This is an optimization exercise on Yosys and OpenROAD, whose aim is small area, a short achievable clock period and few clock cycles per item, not a production implementation.
In this exercise RTL edits were held to simulation tests only and were not proved equivalent to the original.
Power and IR drop assume default switching activity.

$ cat design/flow/design.v
module marver_judge (
    input  wire         clk,
    input  wire         rst,
    input  wire         start,
    output wire         ready,
    output reg          done,
    output reg  [4:0]   rule_addr,
    input  wire [127:0] rule_data,
    input  wire [2:0]   src,
    input  wire [47:0]  tend,
    input  wire [47:0]  last_tend,
    input  wire [16:0]  idur,
    input  wire [15:0]  cap_ofs,
    input  wire         clock_suspect,
    input  wire [2:0]   reg_count,
    input  wire [239:0] reg_v,
    input  wire [239:0] last_reg,
    input  wire [11:0]  rkind,
    input  wire [23:0]  roll,
    input  wire [17:0]  vexp,
    input  wire [5:0]   vmap,
    input  wire [1:0]   phase,
    input  wire         vf_valid,
    input  wire [31:0]  vf,
    output wire [7:0]   outcome,
    output wire [7:0]   detail,
    output reg  [31:0]  fail_mask,
    output reg  [5:0]   skip_count,
    output wire [2:0]   qual,
    output wire [5:0]   spike_mask,
    output wire [5:0]   roll_mask,
    output wire [6:0]   fill_count,
    output wire         fill_refused
);
    localparam K_RANGE = 4'd1, K_RATE = 4'd2, K_MONO = 4'd3, K_CONT = 4'd4,
               K_CLOCK = 4'd5, K_PHASE = 4'd6, K_CROSS = 4'd7;
    localparam A_REJECT = 2'd0, A_REPAIR = 2'd2;
    localparam S_IDLE = 2'd0, S_DIV = 2'd1, S_RUN = 2'd2;
    localparam DS = 2;               
    localparam DK = 4;               
    reg [1:0] state;
    assign ready = (state == S_IDLE);
    function [39:0] pow10;
        input [3:0] e;
        pow10 = (e == 4'd0)  ? 40'd1 :
                (e == 4'd1)  ? 40'd10 :
                (e == 4'd2)  ? 40'd100 :
                (e == 4'd3)  ? 40'd1000 :
                (e == 4'd4)  ? 40'd10000 :
                (e == 4'd5)  ? 40'd100000 :
                (e == 4'd6)  ? 40'd1000000 :
                (e == 4'd7)  ? 40'd10000000 :
                (e == 4'd8)  ? 40'd100000000 :
                (e == 4'd9)  ? 40'd1000000000 :
                (e == 4'd10) ? 40'd10000000000 :
                (e == 4'd11) ? 40'd100000000000 :
                (e == 4'd12) ? 40'd1000000000000 : 40'd0;
    endfunction
    function [15:0] pscale;
        input [2:0] e;
        pscale = (e == 3'd0) ? 16'd1 :
                 (e == 3'd1) ? 16'd10 :
                 (e == 3'd2) ? 16'd100 :
                 (e == 3'd3) ? 16'd1000 :
                 (e == 3'd4) ? 16'd10000 :
                 (e == 3'd5) ? 16'd50000 : 16'd62500;
    endfunction
    function [39:0] sel40;
        input [239:0] bus;
        input [2:0]   x;
        case (x)
            3'd0: sel40 = bus[39:0];
            3'd1: sel40 = bus[79:40];
            3'd2: sel40 = bus[119:80];
            3'd3: sel40 = bus[159:120];
            3'd4, 3'd6: sel40 = bus[199:160];
            default: sel40 = bus[239:200];
        endcase
    endfunction
    function [3:0] sel4;
        input [23:0] bus;
        input [2:0]  x;
        case (x)
            3'd0: sel4 = bus[3:0];
            3'd1: sel4 = bus[7:4];
            3'd2: sel4 = bus[11:8];
            3'd3: sel4 = bus[15:12];
            3'd4, 3'd6: sel4 = bus[19:16];
            default: sel4 = bus[23:20];
        endcase
    endfunction
    function [2:0] sel3;
        input [17:0] bus;
        input [2:0]  x;
        case (x)
            3'd0: sel3 = bus[2:0];
            3'd1: sel3 = bus[5:3];
            3'd2: sel3 = bus[8:6];
            3'd3: sel3 = bus[11:9];
            3'd4, 3'd6: sel3 = bus[14:12];
            default: sel3 = bus[17:15];
        endcase
    endfunction
    function [1:0] sel2;
        input [11:0] bus;
        input [2:0]  x;
        case (x)
            3'd0: sel2 = bus[1:0];
            3'd1: sel2 = bus[3:2];
            3'd2: sel2 = bus[5:4];
            3'd3: sel2 = bus[7:6];
            3'd4, 3'd6: sel2 = bus[9:8];
            default: sel2 = bus[11:10];
        endcase
    endfunction
    function sel1;
        input [5:0] bus;
        input [2:0] x;
        case (x)
            3'd0: sel1 = bus[0];
            3'd1: sel1 = bus[1];
            3'd2: sel1 = bus[2];
            3'd3: sel1 = bus[3];
            3'd4, 3'd6: sel1 = bus[4];
            default: sel1 = bus[5];
        endcase
    endfunction
    wire [47:0] delta = tend - last_tend;
    reg         hist, hinz, over, zq;
    reg  [16:0] idur_r;
    reg  [18:0] idur3_r;
    reg  [16:0] rem;
    reg  [15:0] qd;               
    reg  [2:0]  dcnt;
    reg  [16:0] r_t;
    reg  [15:0] q_t;
    reg  [18:0] sh;
    reg  [19:0] d1, d2, d3;
    integer k;
    always @(*) begin
        r_t = rem;
        q_t = qd;
        for (k = 0; k < DS; k = k + 1) begin
            sh  = {r_t, q_t[15:14]};
            d1  = {1'b0, sh} - {3'b000, idur_r};
            d2  = {1'b0, sh} - {2'b00, idur_r, 1'b0};
            d3  = {1'b0, sh} - {1'b0, idur3_r};
            q_t = {q_t[13:0], 2'b00};
            if (!d3[19])      begin r_t = d3[16:0]; q_t[1:0] = 2'd3; end
            else if (!d2[19]) begin r_t = d2[16:0]; q_t[1:0] = 2'd2; end
            else if (!d1[19]) begin r_t = d1[16:0]; q_t[1:0] = 2'd1; end
            else              begin r_t = sh[16:0]; end
        end
    end
    wire [16:0] dmid   = rem;
    wire over_w = (dcnt == 3'd0) ? (hinz || (dmid >= idur_r)) : over;
    wire zq_w   = (dcnt == 3'd0) ? (!hinz && (dmid == 17'd0) && (idur_r[16] || (qd < idur_r[15:0]))) : zq;
    wire [15:0] n_fin = !hist ? 16'd1 : over_w ? 16'hFFFF : zq_w ? 16'd1 : q_t;
    wire [15:0] n = qd;
    wire [15:0] g = n - 16'd1;
    wire gdef = hist && !over && (rem == 17'd0);
    reg        fetching;
    reg        dv;            
    reg [4:0]  didx;
    wire [3:0] kind    = rule_data[127:124];
    wire [1:0] action  = rule_data[123:122];
    wire [2:0] ra      = rule_data[121:119];
    wire [2:0] rb      = rule_data[118:116];
    wire [1:0] opt     = rule_data[115:114];
    wire [5:0] srcmask = rule_data[109:104];
    wire [39:0] p1     = rule_data[79:40];
    wire [39:0] p2     = rule_data[39:0];
    reg  [5:0] rolled;
    wire d_range = (kind == K_RANGE), d_rate = (kind == K_RATE), d_mono = (kind == K_MONO),
         d_cont = (kind == K_CONT), d_clock = (kind == K_CLOCK), d_phase = (kind == K_PHASE),
         d_cross = (kind == K_CROSS);
    wire d_live = (kind != 4'd0) && srcmask[src];
    reg         e_prep;
    wire [2:0]  xi = e_prep ? e_rb : ra;
    wire [39:0] va = sel40(reg_v, xi);
    wire [39:0] la = sel40(last_reg, xi);
    wire [1:0]  rkx = sel2(rkind, xi);
    wire        rkx0 = (rkx == 2'd0);
    wire        rlx = sel1(rolled, xi);
    wire [1:0]  rka = sel2(rkind, ra);
    wire [1:0]  rkb = sel2(rkind, rb);
    wire [3:0]  rca = sel4(roll, ra);
    wire [3:0]  rcx = sel4(roll, xi);
    wire [2:0]  ea  = sel3(vexp, ra);
    wire        rla = sel1(rolled, ra);
    wire        rlb = sel1(rolled, rb);
    wire        rka0 = (rka == 2'd0), rkb0 = (rkb == 2'd0);
    wire need = d_rate || d_mono || d_cont || (d_cross && (rka0 || rkb0));
    wire d_skip = (ra >= reg_count) || (d_cross && (rb >= reg_count)) || (need && !hist) ||
                  (d_mono && !rka0) ||
                  (d_phase && (!vf_valid || (phase == 2'd0) || !sel1(vmap, ra)));
    wire d_two = d_live && !d_skip && ((d_rate && rka0) || d_phase);
    wire d_xtwo = d_live && !d_skip && d_cross;     
    wire d_hold = d_two || d_xtwo;
    wire d_needn = d_live && !d_skip && ((d_rate && rka0) || (d_mono && (action == A_REPAIR)) || d_cont ||
                                         (d_cross && opt[1]));
    wire        va_hi = ~va[39] & (|va[38:33]);
    wire        va_lo =  va[39] & ~(&va[38:33]);
    wire [33:0] va_c  = va_hi ? {1'b0, {33{1'b1}}} : va_lo ? {1'b1, 33'd0} : va[33:0];
    wire [41:0] va_s = (ea == 3'd5) ? {{7{va_c[33]}}, va_c, 1'b0} :
                       (ea == 3'd6) ? {{4{va_c[33]}}, va_c, 4'b0} : {{8{va_c[33]}}, va_c};
    wire x_cross = e_prep || d_cross;
    wire signed [41:0] a_term = (d_clock && !e_prep) ? {{26{cap_ofs[15]}}, cap_ofs} :
                                {{2{va[39]}}, va};
    wire        use_la = x_cross ? rkx0 : (d_rate || d_mono);
    wire        use_sa = x_cross ? (rkx0 && rlx) : (d_mono || (d_rate && rka0 && rla));
    wire signed [41:0] l_term = use_la ? {{2{la[39]}}, la} : 42'd0;
    wire signed [41:0] s_term = use_sa ? {2'b00, pow10(rcx)} : 42'd0;
    wire signed [41:0] d_da = a_term - l_term + s_term;
    wire signed [41:0] d_qb = {10'd0, vf};
    wire signed [41:0] d_dx = d_phase ? va_s : d_da;
    reg         e_valid, e_sub, e_two;
    reg  [3:0]  e_kind;
    reg  [1:0]  e_act, e_opt;
    reg  [2:0]  e_ra, e_rb;
    reg         e_live, e_skip, e_rka0, e_rkb0, e_rla, e_rlb, e_cs, e_phase_b;
    reg  [4:0]  e_idx;
    reg  [3:0]  e_rc;
    reg  [2:0]  e_e;
    reg  signed [39:0] e_p1, e_p2;
    reg  signed [41:0] e_da, e_qb;
    reg         e_f0;
    reg         f_rtcr, f_rgcl, f_rate, f_mono, f_cross, f_phase, f_ap2, f_ap12, f_one, f_w1pos, f_k2;
    wire e_range = (e_kind == K_RANGE), e_rate = (e_kind == K_RATE), e_mono = (e_kind == K_MONO),
         e_cont = (e_kind == K_CONT), e_clock = (e_kind == K_CLOCK), e_phase = (e_kind == K_PHASE),
         e_cross = (e_kind == K_CROSS);
    reg  [5:0] mono_seen;
    reg  [5:0] used_unrolled;
    wire e_rolled_a = rolled[e_ra];
    wire e_is_rec = e_mono && (e_act == A_REPAIR) && !mono_seen[e_ra];
    wire [44:0] x_da = {{3{e_da[41]}}, e_da};
    wire [44:0] x_qb = {{3{e_qb[41]}}, e_qb};
    wire [44:0] x_p1 = {{5{e_p1[39]}}, e_p1};
    wire [44:0] x_p2 = {{5{e_p2[39]}}, e_p2};
    wire [44:0] x_sp = {5'd0, pow10(e_rc)};
    wire        c1_i1 = f_rtcr;
    wire        c1_ip = f_rgcl;
    wire [44:0] c1_t1 = x_da ^ {45{c1_i1}};
    wire [44:0] c1_t2 = (f_rate ? x_p2 : x_p1) ^ {45{c1_ip}};
    wire [44:0] c1_t3 = f_mono ? ~x_sp : f_cross ? x_qb : 45'd0;
    wire [1:0]  c1_k  = {1'b0, c1_i1} + {1'b0, c1_ip} + {1'b0, f_mono};
    wire [44:0] c1_s  = c1_t1 + c1_t2 + c1_t3 + {43'd0, c1_k};
    wire        c1 = c1_s[44];
    wire [39:0] cp_a = f_phase ? e_da[39:0] : (f_ap2 || (f_ap12 && e_sub)) ? e_p2 : e_p1;
    wire [15:0] cp_b = f_phase ? pscale(e_e) : f_one ? 16'd1 : n;
    wire [17:0] bx   = {2'b00, cp_b};
    reg  [57:0] pp_sum;
    reg  [57:0] pp_row;
    reg  [40:0] pp_m, pp_r;
    reg  [57:0] pp_neg;
    reg  [57:0] pp_cst;
    reg  [2:0]  bd;
    integer j;
    always @(*) begin
        pp_sum = 58'd0;
        pp_neg = 58'd0;
        pp_cst = 58'd0;
        for (j = 0; j < 9; j = j + 1) begin
            bd = {bx[2*j+1], bx[2*j], (j == 0) ? 1'b0 : bx[2*j-1]};
            pp_m = ((bd[1] ^ bd[0]) ? {cp_a[39], cp_a} : 41'd0) |
                   (((bd == 3'b011) || (bd == 3'b100)) ? {cp_a, 1'b0} : 41'd0);
            pp_r = pp_m ^ {41{bd[2] & ~(bd[1] & bd[0])}};
            pp_neg[2*j] = bd[2] & ~(bd[1] & bd[0]);
            pp_row = {17'd0, ~pp_r[40], pp_r[39:0]} << (2*j);
            pp_sum = pp_sum + pp_row;
            pp_cst = pp_cst + (58'd1 << (40 + 2*j));
        end
    end
    wire [41:0] w1 = (f_phase ? e_qb : e_da) ^ {42{!f_w1pos}};
    wire [41:0] w2 = f_cross ? ~e_qb : f_phase ? (e_sub ? {{2{e_p2[39]}}, e_p2} : ~{{2{e_p1[39]}}, e_p1}) : 42'd0;
    wire [1:0]  cp_k = f_k2 ? 2'd2 : f_rate ? ((f_ap12 && e_sub) ? 2'd1 : 2'd0) : 2'd1;
    wire [57:0] cp_s = pp_sum + pp_neg - pp_cst +
                       {16'd0, ~w1[41], w1[40:0]} + {16'd0, ~w2[41], w2[40:0]} -
                       (58'd1 << 42) + {56'd0, cp_k};
    wire        cp = cp_s[57];
    reg bad;
    always @(*) begin
        case (e_kind)
            K_RANGE: bad = c1 || cp;
            K_RATE:  bad = e_rka0 ? (e_f0 || cp) : (c1 || cp);
            K_MONO:  bad = (e_is_rec || !e_rolled_a) && c1;
            K_CONT:  bad = !gdef || (n != 16'd1);
            K_CLOCK: bad = c1 || cp || e_cs;
            K_PHASE: bad = e_f0 || cp;
            K_CROSS: bad = (e_opt == 2'd0) ? c1 : (e_opt == 2'd1) ? (c1 || cp) : cp;
            default: bad = 1'b0;
        endcase
    end
    wire f0_now = !cp;
    reg  e_needn;
    wire n_ready = (state == S_RUN);
    wire e_go  = !e_needn || n_ready;
    wire e_fin = e_valid && !e_prep && e_go && (!e_two || e_sub);
    wire act   = e_live && !e_skip;
    wire fail  = act && bad;
    wire roll_ok = e_is_rec && act && (e_rc != 4'd0) && c1 && !e_da[41] && !cp;
    wire rejects = fail && ((e_act == A_REJECT) ||
                            ((e_act == A_REPAIR) && ((e_rate && e_rka0) || (e_mono && !roll_ok))));
    reg [5:0] rolled_n, uu_n;
    always @(*) begin
        rolled_n = rolled;
        uu_n = used_unrolled;
        if (e_fin && e_live && e_is_rec) rolled_n[e_ra] = roll_ok;
        if (e_fin && act) begin
            if ((e_rate && e_rka0 && !e_rla) || (e_cross && e_rka0 && !e_rla) ||
                (e_mono && !e_is_rec && !e_rolled_a))
                uu_n[e_ra] = 1'b1;
            if (e_cross && e_rkb0 && !e_rlb)
                uu_n[e_rb] = 1'b1;
        end
    end
    reg        pass2;
    reg        rej_seen;
    reg [4:0]  rej_idx;
    reg        other_fail;
    reg [5:0]  spikes;
    reg        cont_seen, fill_ok;
    wire last = e_fin && (e_idx == 5'd31);
    wire redo = last && !pass2 && ((uu_n & rolled_n) != 6'd0);
    wire edited = (spikes != 6'd0) || (rolled != 6'd0);
    assign outcome      = rej_seen ? 8'h16 : edited ? 8'h02 : 8'h00;
    assign detail       = rej_seen ? (8'h60 + {3'd0, rej_idx}) : 8'h00;
    assign qual         = rej_seen ? 3'b000 : {edited, 1'b0, !other_fail};
    assign spike_mask   = rej_seen ? 6'd0 : spikes;
    assign roll_mask    = rej_seen ? 6'd0 : rolled;
    assign fill_count   = (!rej_seen && cont_seen && fill_ok) ? g[6:0] : 7'd0;
    assign fill_refused = !rej_seen && cont_seen && !fill_ok;
    wire fetch_go  = (state == S_IDLE) && start;
    wire div_last  = (state == S_DIV) && (dcnt == DK - 1);
    wire d_wait    = dv && d_needn && !(div_last || n_ready);
    reg  fwait, fwait_two;
    wire f_release = fwait && (fwait_two ? n_ready : div_last);
    always @(posedge clk) begin
            if (dv) begin
                e_two   <= d_two;
                e_needn <= d_needn;
                e_kind  <= kind;
                e_act   <= action;
                e_opt   <= opt;
                e_ra    <= ra;
                e_rb    <= rb;
                e_live  <= d_live;
                e_skip  <= d_skip;
                e_rka0  <= rka0;
                e_rkb0  <= rkb0;
                e_rla   <= rla;
                e_rlb   <= rlb;
                e_cs    <= opt[0] && clock_suspect;
                e_idx   <= didx;
                e_rc    <= rca;
                e_e     <= ea;
                e_p1    <= p1;
                e_p2    <= p2;
                e_da    <= d_dx;
                e_qb    <= d_qb;
                f_rtcr  <= d_rate || d_cross;
                f_rgcl  <= d_range || d_clock;
                f_rate  <= d_rate;
                f_mono  <= d_mono;
                f_cross <= d_cross;
                f_phase <= d_phase;
                f_ap2   <= (d_rate && !rka0) || d_mono || d_range || d_clock;
                f_ap12  <= d_rate && rka0;
                f_one   <= d_range || d_clock || (d_rate && !rka0) || (d_cross && (opt == 2'd1));
                f_w1pos <= (d_rate && !rka0) || (d_cross && (opt == 2'd1));
                f_k2    <= d_cross && (opt != 2'd1);
            end else if (e_prep) begin
                e_qb    <= d_da;
                e_rlb   <= rlx;
            end
            if (e_valid && !e_prep && e_go && e_two && !e_sub) e_f0 <= f0_now;
    end
    always @(posedge clk) begin
        if (rst) begin
            state     <= S_IDLE;
            done      <= 1'b0;
            rule_addr <= 5'd0;
            fetching  <= 1'b0;
            fwait     <= 1'b0;
            dv        <= 1'b0;
            e_valid   <= 1'b0;
            e_prep    <= 1'b0;
        end else begin
            done <= 1'b0;
            case (state)
                S_IDLE: begin
                    if (start) begin
                        state  <= S_DIV;
                        dcnt   <= 3'd0;
                        hist   <= (last_tend != 48'd0) && (tend > last_tend);
                        hinz    <= |delta[47:33];
                        rem     <= delta[32:16];
                        qd      <= delta[15:0];
                        idur_r  <= idur;
                        idur3_r <= {2'b00, idur} + {1'b0, idur, 1'b0};
                        rolled <= 6'd0;
                        used_unrolled <= 6'd0;
                        mono_seen <= 6'd0;
                        pass2      <= 1'b0;
                        skip_count <= 6'd0;
                        rej_seen   <= 1'b0;
                        rej_idx    <= 5'd0;
                        other_fail <= 1'b0;
                        spikes     <= 6'd0;
                        cont_seen  <= 1'b0;
                        fill_ok    <= 1'b0;
                    end
                end
                S_DIV: begin
                    dcnt <= dcnt + 3'd1;
                    if (dcnt == 3'd0) begin
                        over <= over_w;
                        zq   <= zq_w;
                    end
                    rem <= r_t;
                    if (dcnt == DK - 1) begin
                        qd    <= n_fin;
                        state <= S_RUN;
                    end else begin
                        qd <= q_t;
                    end
                end
                default: ;
            endcase
            if (d_wait) begin
                fwait     <= 1'b1;
                fwait_two <= d_two;
                dv        <= 1'b0;
            end else if ((fwait && f_release && fetching) || (!fwait && (fetch_go || (fetching && !(dv && d_hold))))) begin
                fwait     <= 1'b0;
                dv        <= 1'b1;
                didx      <= rule_addr;
                rule_addr <= rule_addr + 5'd1;
                fetching  <= (rule_addr != 5'd31);
            end else begin
                if (f_release) fwait <= 1'b0;
                dv <= 1'b0;
            end
            if (dv) begin
                e_valid <= 1'b1;
                e_sub   <= 1'b0;
                e_prep  <= d_xtwo;
            end else if (e_prep) begin
                e_prep  <= 1'b0;
            end else if (e_valid && !e_go) begin
                e_valid <= 1'b1;
            end else if (e_valid && e_two && !e_sub) begin
                e_sub   <= 1'b1;
            end else begin
                e_valid <= 1'b0;
            end
            if (e_fin) begin
                fail_mask <= {fail, fail_mask[31:1]};
                if (e_live && e_skip) skip_count <= skip_count + 6'd1;
                if (fail) begin
                    if (!e_cont) other_fail <= 1'b1;
                    if (e_rate && (e_act == A_REPAIR) && !e_rka0) spikes[e_ra] <= 1'b1;
                    if (e_cont && (e_act == A_REPAIR) && !cont_seen) begin
                        cont_seen <= 1'b1;
                        fill_ok   <= gdef && (n != 16'd1) && (g <= {9'd0, e_p1[6:0]});
                    end
                end
                if (rejects && !rej_seen) begin
                    rej_seen <= 1'b1;
                    rej_idx  <= e_idx;
                end
                if (e_live && e_mono && (e_act == A_REPAIR)) mono_seen[e_ra] <= 1'b1;
                rolled        <= rolled_n;
                used_unrolled <= uu_n;
            end
            if (last) begin
                if (redo) begin
                    pass2      <= 1'b1;
                    fetching   <= 1'b1;
                    rule_addr  <= 5'd0;
                    skip_count <= 6'd0;
                    rej_seen   <= 1'b0;
                    other_fail <= 1'b0;
                    spikes     <= 6'd0;
                    cont_seen  <= 1'b0;
                    fill_ok    <= 1'b0;
                    mono_seen  <= 6'd0;
                end else begin
                    done  <= 1'b1;
                    state <= S_IDLE;
                end
            end
        end
    end
endmodule
$ cat design/flow/flow/run.sh
#!/bin/bash
# Standard layout (the standard.sh, unchanged synthesis and steps); the
# port buffers are the library's smallest buffer instead of the delay cell
# buffer_ports picks by itself.
set -e
export BUFFER_PORTS_ARGS="-buffer_cell sky130_fd_sc_hd__buf_1"
bash standard.sh > standard.log 2>&1
$ cat design/flow/standard.sh
#!/bin/bash
# synth_recipe.tcl (not shown) runs the flow's synth.tcl, then flattens the netlist and writes it again
# the make line also repeats each setting of config.mk as NAME=value (left out here)
make -C /OpenROAD-flow-scripts/flow DESIGN_CONFIG=/design/flow/config.mk WORK_HOME=/design/flow/orfs CLKGATE_MAP_FILE= SYNTH_SCRIPT=/design/flow/synth_recipe.tcl "${@:-finish}"
$ cat design/flow/config.mk
export PLATFORM = sky130hd
export DESIGN_NAME = marver_judge
export DESIGN_NICKNAME = marver_judge
export VERILOG_FILES = /design/flow/design.v
export SDC_FILE = /design/flow/constraint.sdc
export NUM_CORES = 4
export LEC_CHECK = 0
export CAP_MARGIN = 40
export CORE_MARGIN = 2
export CORE_UTILIZATION = 40
export CTS_CLUSTER_DIAMETER = 60
export CTS_CLUSTER_SIZE = 20
export SLEW_MARGIN = 40
$ cat design/flow/constraint.sdc
create_clock -name core_clock -period 20.0 [get_ports {clk}]
set_input_delay 4.0000 -clock core_clock [delete_from_list [all_inputs] [get_ports {clk}]]
set_output_delay 4.0000 -clock core_clock [all_outputs]
set_load 0.01 [all_outputs]
==> results_dict.tcl, run 1 <==
set metrics [dict create \
    status "timing/DRC/antenna clean" \
    yosys-top-cells-area "edfxtp_1 (18%), fa_1 (15%), ha_1 (11%)" \
    post_drt_wl_per_cell_um 29.5 \
    antenna_found_initial 68 \
    clk_latency_ns 0.66 \
    rsz0062_at_grt "false" \
    die_area_mm2 0.148 \
    p_leak_nw 26.4 \
    worst-path-stages 25 \
    syn_area_mm2 0.0580 \
    max_freq_mhz 87.8 \
    relSlewSlack_pct 37.2 \
    grt_max_degree 125 \
    avgSynthCellArea_um2 8.77 \
    cts_tree "built" \
    synthTopCellsByCount "inv_1 (580), ha_1 (522), nor2_1 (465)" \
    clock_sinks 378 \
    crit_path_end_kind "flop" \
    firstDrtPassIters 24 \
    first_global_vias 53700 \
    post_cts_resized 0 \
    ys_ff_latch 378 \
    post_route_cells_drive_above_1_share_pct 5.53 \
    finalClockSkew_ns 0.0719 \
    route.detailed.drc 0 \
    critPathMaxFanout 59 \
    postCtsHoldBufs 0 \
    min_period_ns 11.39 \
    fin_nets 9070 \
    worstSetupPathType "in -> reg" \
    vias 57000 \
    multi_input_area_mm2 0.0434 \
    grt_usage_pct 35.6 \
    power_density_mw_per_mm2 213 \
    cp-start-kind "primary input" \
    die_h_um 385 \
    synth_flop_cell "edfxtp_1" \
    hold_viol 0 \
    path_clk_slew_ns 0.08 \
    finalCritPeriodShare_pct 56.9 \
    seq_area_frac_synth_pct 19.2 \
    post_cts_buffers 0 \
    yosysTopAreaCell "edfxtp_1" \
    cp_slowest_stage_delay_ns 0.65 \
    setup_violations 0 \
    clockRootBuffer "clkbuf_16" \
    max-cap-violations 0 \
    grt-ovfl-total 0 \
    wirelength_mm 273 \
    seq_area_mm2 0.0111 \
    slowest_stage "buf_4" \
    core.rowCount 139 \
    cts_buffer_depth 3 \
    holdCritPathClass "reg -> reg" \
    fillers 14400 \
    tns_ns 0 \
    die-width_um 385 \
    synthArstFlopShare_pct 0 \
    place_congestion 1.04 \
    ir_drop_mv 0.417 \
    yosysTopAreaCellShare_pct 18.4 \
    grt_pass1_wl_mm 383 \
    area_growth_syn_to_layout_pct 12.6 \
    crit_family "compound AO/OA/AOI/OAI gates" \
    synth_cells 6607 \
    utilization_pct 45.4 \
    path_common_cell "buf_4" \
    crit_required_ns 20.34 \
    ys_warn_count 1 \
    coreArea_mm2 0.144 \
    ys_types 104 \
    worstMarginPinSlew_ns 0.941 \
    initial_utilization_pct 40.3 \
    synth_edf_count 355 \
    holdPathStages 0 \
    final_area_mm2 0.0653 \
    slew_violations 0 \
    via_per_inst 6.15 \
    reg2reg_depth 27 \
    critical_path_arrival_ns 11.73 \
    yosysMostFrequentCell "inv_1" \
    io_pins 926 \
    drt_iter0_drc 6346 \
    detail-route-antenna-nets 0 \
    placed_area_mm2 0.0636 \
    io_buffer_count 890 \
    hpwl_mm 222 \
    worst-path-buf-inv 5 \
    htree_num_levels 2 \
    numCtsBuffers 41 \
]
## per-layer routing
layer	global-route usage [%]	vias to the layer above	wire [um]	part of all wire, %
met1	45.4	27900	106000	39
li1	-	25100	-	-
met3	9.25	542	29000	11
met2	54.0	3348	120000	44
met4	21.4	16	18400	6.8
met5	0.845	-	99	0.036
## cell type report
class	instances	share of cell area, %
Tap cell	1903	3.65
Multi-Input combinational cell	5224	66.5
Inverter	588	3.38
Sequential cell	378	17.0
Clock buffer	45	1.61
Antenna cell	60	0.230
Clock inverter	29	0.657
Timing Repair Buffer	1037	6.93
## flip-flops by register name, indices dropped and copies added (netlist names), 4 cells and up
register,count
didx,5
e_da,42
e_idx,5
e_kind,4
e_p1,40
e_p2,40
e_qb,42
e_rc,4
fail_mask,32
idur3_r,19
idur_r,16
mono_seen,6
qd,16
rej_idx,5
rem,17
rolled,6
rule_addr,5
skip_count,6
spikes,6
used_unrolled,6
## worst paths after layout
check / end / startpoint / slack, ns
worst max-delay path: e_da[30] / rule_data[120] / 8.61
worst min-delay path: e_idx[0] / didx[0] / 0.43
worst max register to register: rej_idx[2] / f_phase / 9.27
worst min register to register: e_idx[0] / didx[0] / 0.43
## through the flow
| stage | worst slack [ns] | cells | total power [mW] | hold WS (ns) |
|---|---|---|---|---|
| after global placement | 8.19 | 9125 | 12.8 | 0.401 |
| after detailed placement | 8.13 | 9129 | 12.9 | 0.408 |
| after floorplan | 10.48 | 6613 | 9.61 | 0.400 |
| after global routing | 8.26 | 9241 | 15.7 | 0.433 |
| final | 8.61 | 9264 | 13.9 | 0.427 |
| after CTS | 8.78 | 9203 | 13.9 | 0.426 |
## cells in the final DEF, fill, tap and decap left out, types with 22 or more instances in the layout
cell and n:
a211oi_1 56, a21o_1 112, a21oi_1 458, a221oi_1 80, a22o_1 23, a22oi_1 349, a31oi_1 37, and2_1 42
and3_1 25, buf_1 886, buf_4 139, clkbuf_16 41, dfxtp_1 22, diode_2 60, edfxtp_1 355, fa_1 436
ha_1 522, inv_1 579, mux2_2 23, mux2i_1 170, nand2_1 418, nand2b_1 58, nand3_1 63, nand4_1 53
nor2_1 451, nor2b_1 63, nor3_1 73, nor4_1 39, o211ai_1 60, o21a_1 52, o21ai_0 351, o21ai_1 29
o21ai_2 32, o21bai_1 29, o221ai_1 31, o22ai_1 100, xnor2_1 408, xor2_1 206
## cells by family after synthesis
group / Yosys count / synth area share (%)
AOI/OAI and AO/OA: 2028 / 23.2
adders and majority gates: 958 / 26.3
xor gates and xnor gates: 615 / 9.29
and+or+nand+nor: 1406 / 11.3
buffers and inverters: 1011 / 6.78
DFF: 378 / 19.2
other: 1 / 0.00647
muxes: 210 / 3.96
## worst reg2reg max path, delay by kind of cell, from the launching register on
family,cells,cell delay (ns)
AOI/OAI and AO/OA,8,3.32
adders and majority gates,7,3.02
and+or+nand+nor,4,1.62
xor gates and xnor gates,2,0.84
buffers and inverters,5,0.83
DFF,1,0.69
muxes,1,0.16
## where the power goes
part	total [mW]	switching (mW)	internal [mW]
Clock	0.847	0.407	0.440
Sequential	1.18	0.175	1.00
Combinational	11.9	6.81	5.05
Total	13.9	7.39	6.49
Testbench counts, summed over its fixed seeds: cycles 73,791, items 1,920.
==> run 2, diff against run 1 <==
--- a/design/flow/design.v
+++ b/design/flow/design.v
@@ -129,4 +129,15 @@
     reg         hist, hinz, over, zq;
-    reg  [16:0] idur_r;
-    reg  [18:0] idur3_r;
+    reg  [2:0]  icode;
+    wire [16:0] idur_r  = (icode == 3'd0) ? 17'd60 :
+                          (icode == 3'd1) ? 17'd300 :
+                          (icode == 3'd2) ? 17'd600 :
+                          (icode == 3'd3) ? 17'd900 :
+                          (icode == 3'd4) ? 17'd1800 :
+                          (icode == 3'd5) ? 17'd3600 : 17'd86400;
+    wire [18:0] idur3_r = (icode == 3'd0) ? 19'd180 :
+                          (icode == 3'd1) ? 19'd900 :
+                          (icode == 3'd2) ? 19'd1800 :
+                          (icode == 3'd3) ? 19'd2700 :
+                          (icode == 3'd4) ? 19'd5400 :
+                          (icode == 3'd5) ? 19'd10800 : 19'd259200;
     reg  [16:0] rem;
@@ -398,4 +409,8 @@
                         qd      <= delta[15:0];
-                        idur_r  <= idur;
-                        idur3_r <= {2'b00, idur} + {1'b0, idur, 1'b0};
+                        icode   <= (idur == 17'd60)   ? 3'd0 :
+                                   (idur == 17'd300)  ? 3'd1 :
+                                   (idur == 17'd600)  ? 3'd2 :
+                                   (idur == 17'd900)  ? 3'd3 :
+                                   (idur == 17'd1800) ? 3'd4 :
+                                   (idur == 17'd3600) ? 3'd5 : 3'd6;
                         rolled <= 6'd0;
==> run 2 against run 1 <==
Against the previous run:
- sequential power shrank 11%
- register-to-register slack improved by 0.22 ns
- setup slack gained 0.050 ns
- area after synthesis is 4.9% lower
- cell count shrank 3.8%
- first-iteration DRC count shrank 8.8%
- clock power down 4.0%
- count of clock-buffer cells in the layout decreased by 5
==> results_dict.tcl, run 2 <==
set metrics [dict create \
    status "timing/DRC/antenna clean" \
    top_layer "met5" \
    synthArstFlopShare_pct 0 \
    post_cts_buffers 0 \
    hpwl_mm 213 \
    die-width_um 375 \
    first_global_vias 52300 \
    max_freq_mhz 88.2 \
    seq_area_frac_synth_pct 18.4 \
    finalClockSkew_ns 0.0563 \
    ys_warn_count 1 \
    synth_edf_count 323 \
    route.detailed.drc 0 \
    worstMarginPinSlew_ns 0.946 \
    place_congestion 1.04 \
    rsz0062_at_grt "false" \
    seq_power_share_pct 8.4 \
    numCtsBuffers 39 \
    wl_met1_mm 101 \
    firstDrtPassIters 6 \
    ir_drop_mv 0.320 \
    synth_cells 6405 \
    yosysTopAreaCellShare_pct 17.6 \
    via_per_inst 6.08 \
    seq_area_mm2 0.0102 \
    met2_length_mm 120 \
    detail-route-antenna-nets 0 \
    drt_iter0_drc 5789 \
    wirelength_mm 263 \
    min_period_ns 11.34 \
    avgSynthCellArea_um2 8.61 \
    finalCritPeriodShare_pct 56.7 \
    post_route_cells_drive_above_1_share_pct 5.56 \
    dp_cells 8805 \
    die_area_mm2 0.141 \
    power_density_mw_per_mm2 201 \
    cp-start-kind "primary input" \
    switching_share_pct 53.4 \
    io_buffer_count 890 \
    cts_tree "built" \
    ys_ff_latch 346 \
    cts_buffer_depth 3 \
    antenna_found_initial 53 \
    synthTopCellsByCount "nand2_1 (547), inv_1 (529), ha_1 (462)" \
    intPower_mw 5.85 \
    critical_path_arrival_ns 11.71 \
    post_cts_resized 0 \
    fin_cells 8916 \
    grt_usage_pct 36.1 \
    clock_sinks 346 \
    worstSetupPathType "in -> reg" \
    power_frac_comb_pct 85.1 \
    postCtsHoldBufs 0 \
    multi_input_area_mm2 0.0418 \
    crit_required_ns 20.37 \
    p_leak_nw 25.0 \
    area_growth_syn_to_layout_pct 12.9 \
    crit_path_end_kind "flop" \
    holdCritPathClass "reg -> reg" \
    final_common_cell "buf_1" \
    io_pins 926 \
    vias 54200 \
    hold_viol 0 \
    clockRootBuffer "clkbuf_16" \
    coreArea_mm2 0.137 \
    core.rowCount 136 \
    grt-ovfl-total 0 \
    post_drt_wl_per_cell_um 29.5 \
    fillers 13700 \
    yosysTopAreaCell "edfxtp_1" \
    initial_utilization_pct 40.2 \
    met3_wirelength_mm 25.0 \
    grt_max_degree 136 \
    final_cell_mix "buf_1 (887), nand2_1 (543), inv_1 (529)" \
    tns_ns 0 \
    relSlewSlack_pct 37.0 \
    reg.largest.list "e_da (42), e_qb (42)" \
    critPathMaxFanout 49 \
    slew_violations 0 \
    path_clk_slew_ns 0.08 \
    max-cap-violations 0 \
    yosys-top-cells-area "edfxtp_1 (18%), fa_1 (16%), ha_1 (10%)" \
    p_sw_mw 6.69 \
    synth_flop_cell "edfxtp_1" \
    fin_nets 8795 \
    htree_num_levels 2 \
    setup_violations 0 \
    yosysMostFrequentCell "nand2_1" \
    grt_pass1_wl_mm 372 \
    syn_area_mm2 0.0551 \
    die_h_um 375 \
    clk_latency_ns 0.65 \
    clkPwrFrac_pct 6.5 \
    ys_types 106 \
]
==> run 2: final timing paths <==
| check | startpoint | endpoint | slack (ns) | depth (start not counted) |
|---|---|---|---|---|
| worst min register to register | didx[0] | e_idx[0] | 0.42 | 0 |
| worst max-delay path | rule_data[119] | e_da[39] | 8.66 | 23 |
| worst min-delay path | didx[0] | e_idx[0] | 0.42 | 0 |
| worst max register to register | f_phase | rej_idx[3] | 9.49 | 31 |
==> run 2: routing by layer <==
layer	up-vias	GRT usage, %
met5	-	0
met4	18	20.6
met3	459	8.82
met2	2831	57.2
met1	26700	45.0
li1	24200	-
==> run 2: power by group through the flow <==
| stage | Clock [mW] | Sequential, mW | Combinational (mW) |
|---|---|---|---|
| floorplan | 0 | 0.996 | 7.55 |
| CTS | 0.830 | 1.05 | 10.7 |
| global route | 0.855 | 1.06 | 12.3 |
| detailed placement | 0 | 1.06 | 10.6 |
| global placement | 0 | 1.06 | 10.4 |
| finish | 0.813 | 1.05 | 10.7 |
==> run 2: final cells by class <==
| type | count | area share, % |
|---|---|---|
| Timing Repair Buffer | 1029 | 7.21 |
| Inverter | 536 | 3.24 |
| Sequential cell | 346 | 16.3 |
| Antenna cell | 35 | 0.141 |
| Multi-Input combinational cell | 5104 | 67.2 |
| Tap cell | 1794 | 3.61 |
| Clock inverter | 32 | 0.746 |
| Clock buffer | 40 | 1.57 |
==> run 2: logic make-up after synthesis <==
family | share of synthesized area, %
AO/OA/AOI/OAI | 22.8
AND/OR/NAND/NOR | 12.7
buffers and inverters | 6.73
adder cells (fa/ha/maj) | 26.3
XOR/XNOR | 8.88
flip-flops | 18.4
multiplexers | 4.23
other | 0.00680
==> run 2: critical path, stage by stage <==
cell	delay [ns]
clkbuf_2	0.46
mux2_4	0.72
a21oi_4	0.69
a221oi_1	0.20
o21ai_0	0.12
o21ai_0	0.20
nor2b_1	0.19
a211o_1	0.54
o21bai_1	0.34
nor3b_1	0.37
fa_1	0.46
ha_1	0.38
and3_1	0.26
and3_1	0.19
nand2_1	0.07
a211oi_1	0.52
o211ai_1	0.24
a21boi_0	0.43
o221ai_1	0.32
o21ai_1	0.52
a21oi_1	0.19
a2bb2oi_1	0.15
o21ai_0	0.11
==> run 2: stage by stage <==
stage          power [mW]  hold slack, ns  setup slack (ns)  area, um^2  utilization [%]
2_1_floorplan        8.55           0.400             10.15       55100                -
3_3_place_gp         11.5           0.403              8.03       60400             44.0
3_5_place_dp         11.6           0.405              8.10       60600             44.2
4_1_cts              12.6           0.423              8.79       62000             45.2
5_1_grt              14.2           0.434              8.30       62200             45.4
6_report             12.5           0.422              8.66       62200             45.4
Testbench counts of run 2, summed over its fixed seeds: cycles 73,791, items 1,920.
==> run 3, diff against run 2 <==
--- a/design/flow/config.mk
+++ b/design/flow/config.mk
@@ -9,3 +9,3 @@
 export CORE_MARGIN = 2
-export CORE_UTILIZATION = 40
+export CORE_UTILIZATION = 55
 export CTS_CLUSTER_DIAMETER = 60
==> run 3 against run 2 <==
Against the previous run:
- count of clock-buffer cells in the layout grew 2
- register-to-register slack lost 0.75 ns
- synthesized cell count is the same
- clock skew grew 0.012 ns
- area after synthesis is the same
- first-iteration DRC count grew 45%
- clock power is essentially flat
- via count grew 4.9%
- global-route usage grew 13 points
- critical path depth is the same
- combinational power is essentially flat
- routed wire length shrank 0.21%
- critical path type unchanged
==> results_dict.tcl, run 3 <==
set metrics [dict create \
    holdCritPathClass "reg -> reg" \
    total_power_mw 12.7 \
    ys_types 106 \
    htree_num_levels 2 \
    final_common_cell "buf_1" \
    io_buffer_count 890 \
    dp_slack_ns 8.21 \
    worst_slack_ns 8.60 \
    seq_area_frac_synth_pct 18.4 \
    post_drt_wl_per_cell_um 31.1 \
    crit_required_ns 20.38 \
    drt_iter0_drc 8368 \
    numCtsBuffers 40 \
    vias 56900 \
    grt_usage_pct 49.6 \
    avgSynthCellArea_um2 8.61 \
    status "timing/DRC/antenna clean" \
    coreArea_mm2 0.0997 \
    seq_power_share_pct 8.3 \
    synthArstFlopShare_pct 0 \
    critPathMaxFanout 78 \
    yosysTopAreaCellShare_pct 17.6 \
    grt_pass1_wl_mm 369 \
    cts_tree "built" \
    worstSetupPathType "in -> reg" \
    finalClockSkew_ns 0.0688 \
    hold_slack_ns 0.414 \
    cp-start-kind "primary input" \
    clock_sinks 346 \
    relSlewSlack_pct 34.9 \
    finalCritPeriodShare_pct 57.0 \
    area_growth_syn_to_layout_pct 11.3 \
    intPower_mw 5.89 \
    synth_flop_cell "edfxtp_1" \
    tns_ns 0 \
    synth_cells 6405 \
    first_global_vias 53000 \
    switching_share_pct 53.7 \
    antenna_found_initial 68 \
    p_sw_mw 6.82 \
    yosysMostFrequentCell "nand2_1" \
    post_cts_resized 0 \
    yosysTopAreaCell "edfxtp_1" \
    power_frac_comb_pct 85.3 \
    crit_path_end_kind "flop" \
    die-width_um 321 \
    cp_slowest_stage_delay_ns 0.76 \
    ys_warn_count 1 \
    critical_path_arrival_ns 11.78 \
    via_per_inst 6.76 \
    clkPwrFrac_pct 6.4 \
    slowest_stage "buf_4" \
    synth_edf_count 323 \
    grt-ovfl-total 0 \
    ir_drop_mv 0.451 \
    power_density_mw_per_mm2 207 \
    path_clk_slew_ns 0.08 \
    final_cell_mix "buf_1 (887), nand2_1 (544), inv_1 (529)" \
    max-cap-violations 0 \
    ys_ff_latch 346 \
    detail-route-antenna-nets 0 \
    reg.largest.list "e_da (42), e_qb (42)" \
    core.rowCount 116 \
    dp_cells 8287 \
    post_route_cells_drive_above_1_share_pct 5.14 \
    yosys-top-cells-area "edfxtp_1 (18%), fa_1 (16%), ha_1 (10%)" \
    route.detailed.drc 0 \
    utilization_pct 61.5 \
    grt_max_degree 156 \
    postCtsHoldBufs 0 \
    firstDrtPassIters 10 \
    path_common_cell "a21oi_1" \
    hpwl_mm 208 \
    initial_utilization_pct 55.3 \
    p_leak_nw 24.8 \
    worstMarginPinSlew_ns 0.976 \
    hold_viol 0 \
    placed_area_mm2 0.0597 \
    die_h_um 321 \
    die_area_mm2 0.103 \
    fin_nets 8771 \
    cts_buffer_depth 3 \
    slew_violations 0 \
    path_cells "clkbuf_2 > buf_4 > mux2_4 > nand2_4 > buf_4 > nor2_1 > nor2_1 > nand2b_1 > nor3_1 > fa_1 > ha_1 > a21o_1 > a21oi_1 > o21ai_0 > a31oi_1 > a211oi_1 > o211ai_1 > a21boi_0 > o221ai_1 > o21ai_1 > a2111o_1 > a21oi_1 > a21oi_1" \
    place_congestion 1.11 \
    post_cts_buffers 0 \
    final_area_mm2 0.0614 \
    rsz0062_at_grt "false" \
    max_freq_mhz 87.7 \
    clockRootBuffer "clkbuf_16" \
    wirelength_mm 262 \
    min_period_ns 11.40 \
    fin_cells 8414 \
    syn_area_mm2 0.0551 \
    synthTopCellsByCount "nand2_1 (547), inv_1 (529), ha_1 (462)" \
    io_pins 926 \
    clk_latency_ns 0.68 \
    fillers 8897 \
    setup_violations 0 \
]
run 3: cell counts after synthesis:
Identical to the previous run, type by type.
run 3: final timing paths:
path,endpoint,startpoint,slack (ns),depth (start not counted)
setup / recovery,e_da[41],rule_data[121],8.60,23
hold / removal,e_idx[3],didx[3],0.41,0
setup reg to reg,spikes[3],f_phase,8.74,27
hold reg to reg,e_idx[3],didx[3],0.41,0
run 3: worst max-delay path, delay by kind of cell:
| family | cells | cell delay [ns] |
|---|---|---|
| AO/OA/AOI/OAI | 12 | 3.37 |
| adder cells (fa/ha/maj) | 2 | 0.76 |
| buffers and inverters | 3 | 1.11 |
| multiplexers | 1 | 0.61 |
| AND/OR/NAND/NOR | 5 | 1.86 |
run 3: cells by family after synthesis:
kind of cell / count (synthesis) / share of synthesized area (%)
other cells: 1 / 0.00680
compound gates: 1928 / 22.8
xor+xnor: 559 / 8.88
fa+ha+maj: 897 / 26.3
mux: 218 / 4.23
buf+inv: 961 / 6.73
flops: 346 / 18.4
simple gates: 1495 / 12.7
run 3: power by group through the flow:
stage / Sequential, mW / Combinational (mW) / Clock, mW
global placement: 1.05 / 10.2 / 0
finish: 1.06 / 10.8 / 0.814
global route: 1.05 / 12.2 / 0.840
detailed placement: 1.06 / 10.6 / 0
CTS: 1.04 / 10.7 / 0.817
floorplan: 0.996 / 7.55 / 0
run 3: cell type report:
class | instances | area (um^2) | area share, %
Multi-Input combinational cell | 5104 | 41800 | 68.0
Inverter | 536 | 2010 | 3.28
Timing Repair Buffer | 1004 | 4250 | 6.92
Sequential cell | 346 | 10200 | 16.6
Antenna cell | 52 | 130 | 0.212
Clock inverter | 32 | 433 | 0.705
Tap cell | 1298 | 1620 | 2.65
Clock buffer | 42 | 1010 | 1.64
run 3: layer usage:
layer	GRT usage [%]	part of all wire (%)
met5	0	0.065
met1	62.8	37
met3	22.7	16
met4	31.7	7.5
met2	67.8	40
==> run 4, diff against run 3 <==
==> design/flow/run.sh (new file) <==
#!/bin/bash
# synth_recipe.tcl (not shown) runs the flow's synth.tcl, then flattens the netlist and writes it again
# the make line also repeats each setting of config.mk as NAME=value (left out here)
make -C /OpenROAD-flow-scripts/flow DESIGN_CONFIG=/design/flow/config.mk WORK_HOME=/design/flow/orfs CLKGATE_MAP_FILE= SYNTH_SCRIPT=/design/flow/synth_recipe.tcl finish
--- a/design/flow/config.mk
+++ b/design/flow/config.mk
@@ -9,3 +9,3 @@
 export CORE_MARGIN = 2
-export CORE_UTILIZATION = 55
+export CORE_UTILIZATION = 40
 export CTS_CLUSTER_DIAMETER = 60
removed: design/flow/flow/run.sh
removed: design/flow/standard.sh
==> run 4 against run 3 <==
Against the previous run:
- synthesized cell count unchanged
- via count decreased by 4.1%
- total power decreased by 0.38%
- setup slack got worse by 0.16 ns
- largest cell class unchanged
==> results_dict.tcl, run 4 <==
set metrics [dict create \
    status "timing/DRC/antenna clean" \
    route.detailed.drc 0 \
    wirelength_mm 263 \
    htree_num_levels 2 \
    first_global_vias 52900 \
    clockRootBuffer "clkbuf_16" \
    synthArstFlopShare_pct 0 \
    hpwl_mm 212 \
    worst_slack_ns 8.44 \
    final_cell_mix "clkdlybuf4s50_1 (888), nand2_1 (543), inv_1 (529)" \
    vias 54600 \
    worstMarginPinSlew_ns 0.934 \
    cp-start-kind "primary input" \
    cp_slowest_stage_delay_ns 0.77 \
    synth_edf_count 323 \
    post_cts_buffers 0 \
    rsz0062_at_grt "false" \
    finalClockSkew_ns 0.0393 \
    grt_pass1_wl_mm 373 \
    coreArea_mm2 0.137 \
    max_freq_mhz 86.5 \
    core.rowCount 136 \
    power_density_mw_per_mm2 187 \
    ir_drop_mv 0.387 \
    seq_area_frac_synth_pct 18.4 \
    path_cells "clkdlybuf4s50_1 > buf_4 > mux2_4 > buf_4 > nand2_4 > buf_4 > buf_4 > o21ai_0 > o21ai_0 > fa_1 > ha_1 > a21o_1 > a21oi_1 > o21ai_0 > a31oi_1 > a211oi_1 > o211ai_1 > a21boi_0 > o221ai_1 > o21ai_1 > a2111o_1 > a21oi_1 > a21oi_1" \
    initial_utilization_pct 40.2 \
    worstSetupPathType "in -> reg" \
    yosysTopAreaCell "edfxtp_1" \
    post_drt_wl_per_cell_um 29.5 \
    grt_usage_pct 36.0 \
    slew_violations 0 \
    crit_family "compound AO/OA/AOI/OAI gates" \
    area_growth_syn_to_layout_pct 22.9 \
    die-width_um 375 \
    total_power_mw 12.7 \
    setup_violations 0 \
    slowest_stage "o21ai_0" \
    fin_nets 8795 \
    critPathMaxFanout 58 \
    via_per_inst 6.12 \
    dp_slack_ns 7.85 \
    relSlewSlack_pct 37.1 \
    clk_latency_ns 0.66 \
    critical_path_arrival_ns 11.95 \
    holdCritPathClass "reg -> reg" \
    synth_flop_cell "edfxtp_1" \
    detail-route-antenna-nets 0 \
    ys_ff_latch 346 \
    dp_cells 8805 \
    syn_area_mm2 0.0551 \
    tns_ns 0 \
    post_route_cells_drive_above_1_share_pct 5.64 \
    numCtsBuffers 42 \
    synthTopCellsByCount "nand2_1 (547), inv_1 (529), ha_1 (462)" \
    reg.largest.list "e_da (42), e_qb (42)" \
    antenna_found_initial 62 \
    hold_viol 0 \
    p_leak_nw 27.3 \
    die_h_um 375 \
    grt-ovfl-total 0 \
    firstDrtPassIters 9 \
    worst-path-buf-inv 5 \
    synth_cells 6405 \
    min_period_ns 11.56 \
    drt_iter0_drc 5515 \
    path_common_cell "buf_4" \
    crit_path_end_kind "flop" \
    place_congestion 1.03 \
    post_cts_resized 0 \
    final_area_mm2 0.0678 \
    cts_buffer_depth 3 \
    yosysTopAreaCellShare_pct 17.6 \
    yosysMostFrequentCell "nand2_1" \
    max-cap-violations 0 \
    finalCritPeriodShare_pct 57.8 \
    io_pins 926 \
    final_common_cell "clkdlybuf4s50_1" \
    postCtsHoldBufs 0 \
    avgSynthCellArea_um2 8.61 \
    clock_sinks 346 \
    placed_area_mm2 0.0661 \
    io_buffer_count 890 \
    ys_warn_count 1 \
    path_clk_slew_ns 0.08 \
    yosys-top-cells-area "edfxtp_1 (18%), fa_1 (16%), ha_1 (10%)" \
    cts_tree "built" \
    grt_max_degree 74 \
    crit_required_ns 20.40 \
    ys_types 106 \
    fin_cells 8920 \
    die_area_mm2 0.141 \
]
[run 4: per-stage QoR]
stage          hold slack, ns  util (%)
2_1_floorplan           0.400         -
3_3_place_gp            0.401      48.1
3_5_place_dp            0.408      48.2
4_1_cts                 0.411      49.3
5_1_grt                 0.421      49.4
6_report                0.406      49.4
[run 4: worst paths after layout]
path | from | to | slack, ns | depth (start not counted)
hold reg to reg | didx[2] | e_idx[2] | 0.41 | 0
setup / recovery | rule_data[119] | e_da[41] | 8.44 | 23
hold / removal | didx[2] | e_idx[2] | 0.41 | 0
setup reg to reg | f_phase | rej_idx[3] | 9.54 | 28
[run 4: metal layers]
| metal | GRT usage [%] | wire length, um | up-vias | part of all wire, % |
|---|---|---|---|---|
| li1 | - | - | 24200 | - |
| met1 | 44.9 | 100000 | 26800 | 38 |
| met2 | 58.1 | 120000 | 2964 | 46 |
| met3 | 8.13 | 25800 | 489 | 9.8 |
| met4 | 19.3 | 16300 | 26 | 6.2 |
| met5 | 0 | 156 | - | 0.059 |
[run 4: layout make-up]
type | instances | area, um^2
inverters | 536 | 2010
diodes | 36 | 90.1
flip-flops and latches | 346 | 10200
fillers | 13100 | 69400
multi-input cells | 5104 | 41800
repair buffers | 1026 | 9930
clock buffers | 44 | 1060
well taps | 1794 | 2240
clock inverters | 34 | 462
[run 4: cells by family after synthesis]
family,share of synthesized area (%)
other,0.00680
AOI/OAI and AO/OA,22.8
DFF,18.4
and+or+nand+nor,12.7
muxes,4.23
buffers and inverters,6.73
adders and majority gates,26.3
xor gates and xnor gates,8.88
[run 4: where the power goes]
part / total [mW] / switching [mW] / internal (mW)
Combinational: 10.8 / 6.14 / 4.62
Sequential: 1.05 / 0.138 / 0.917
Clock: 0.838 / 0.405 / 0.433
Total: 12.7 / 6.68 / 5.97

[port drivers added, routing unchanged]
The results above use ideal ports. As a check the final layouts listed here were re-extracted and re-timed, cells and wires unchanged. Step 1: set_driving_cell puts a clkbuf_16 on clk and a buf_2 on each other input, an assumption about the parent block. Step 2 adds t to the input delays and takes it off the output delays; t is the mean of the earliest and latest rising clock arrival at the registers after step 1. Input paths then give back, and output paths get back, about the clock's delay inside the block. Slacks: ideal ports / drivers / drivers and shift; pairs: ideal ports / drivers.
run	shift t [ns]	slack for setup (ns)	clock arrival spread, ns	worst register clock-pin slew, ns
run 1	0.695	8.614 / 8.655 / 7.960	0.075 / 0.075	0.09 / 0.09
run 2	0.695	8.664 / 8.615 / 7.920	0.073 / 0.073	0.08 / 0.08
run 3	0.721	8.602 / 8.626 / 7.906	0.069 / 0.069	0.08 / 0.08
run 4	0.703	8.445 / 8.484 / 7.782	0.040 / 0.039	0.08 / 0.08
After both steps every run listed still meets setup and hold. The setup slack of run 2, which loses most, moves by -0.049 ns with the drivers and by -0.744 ns with both steps.
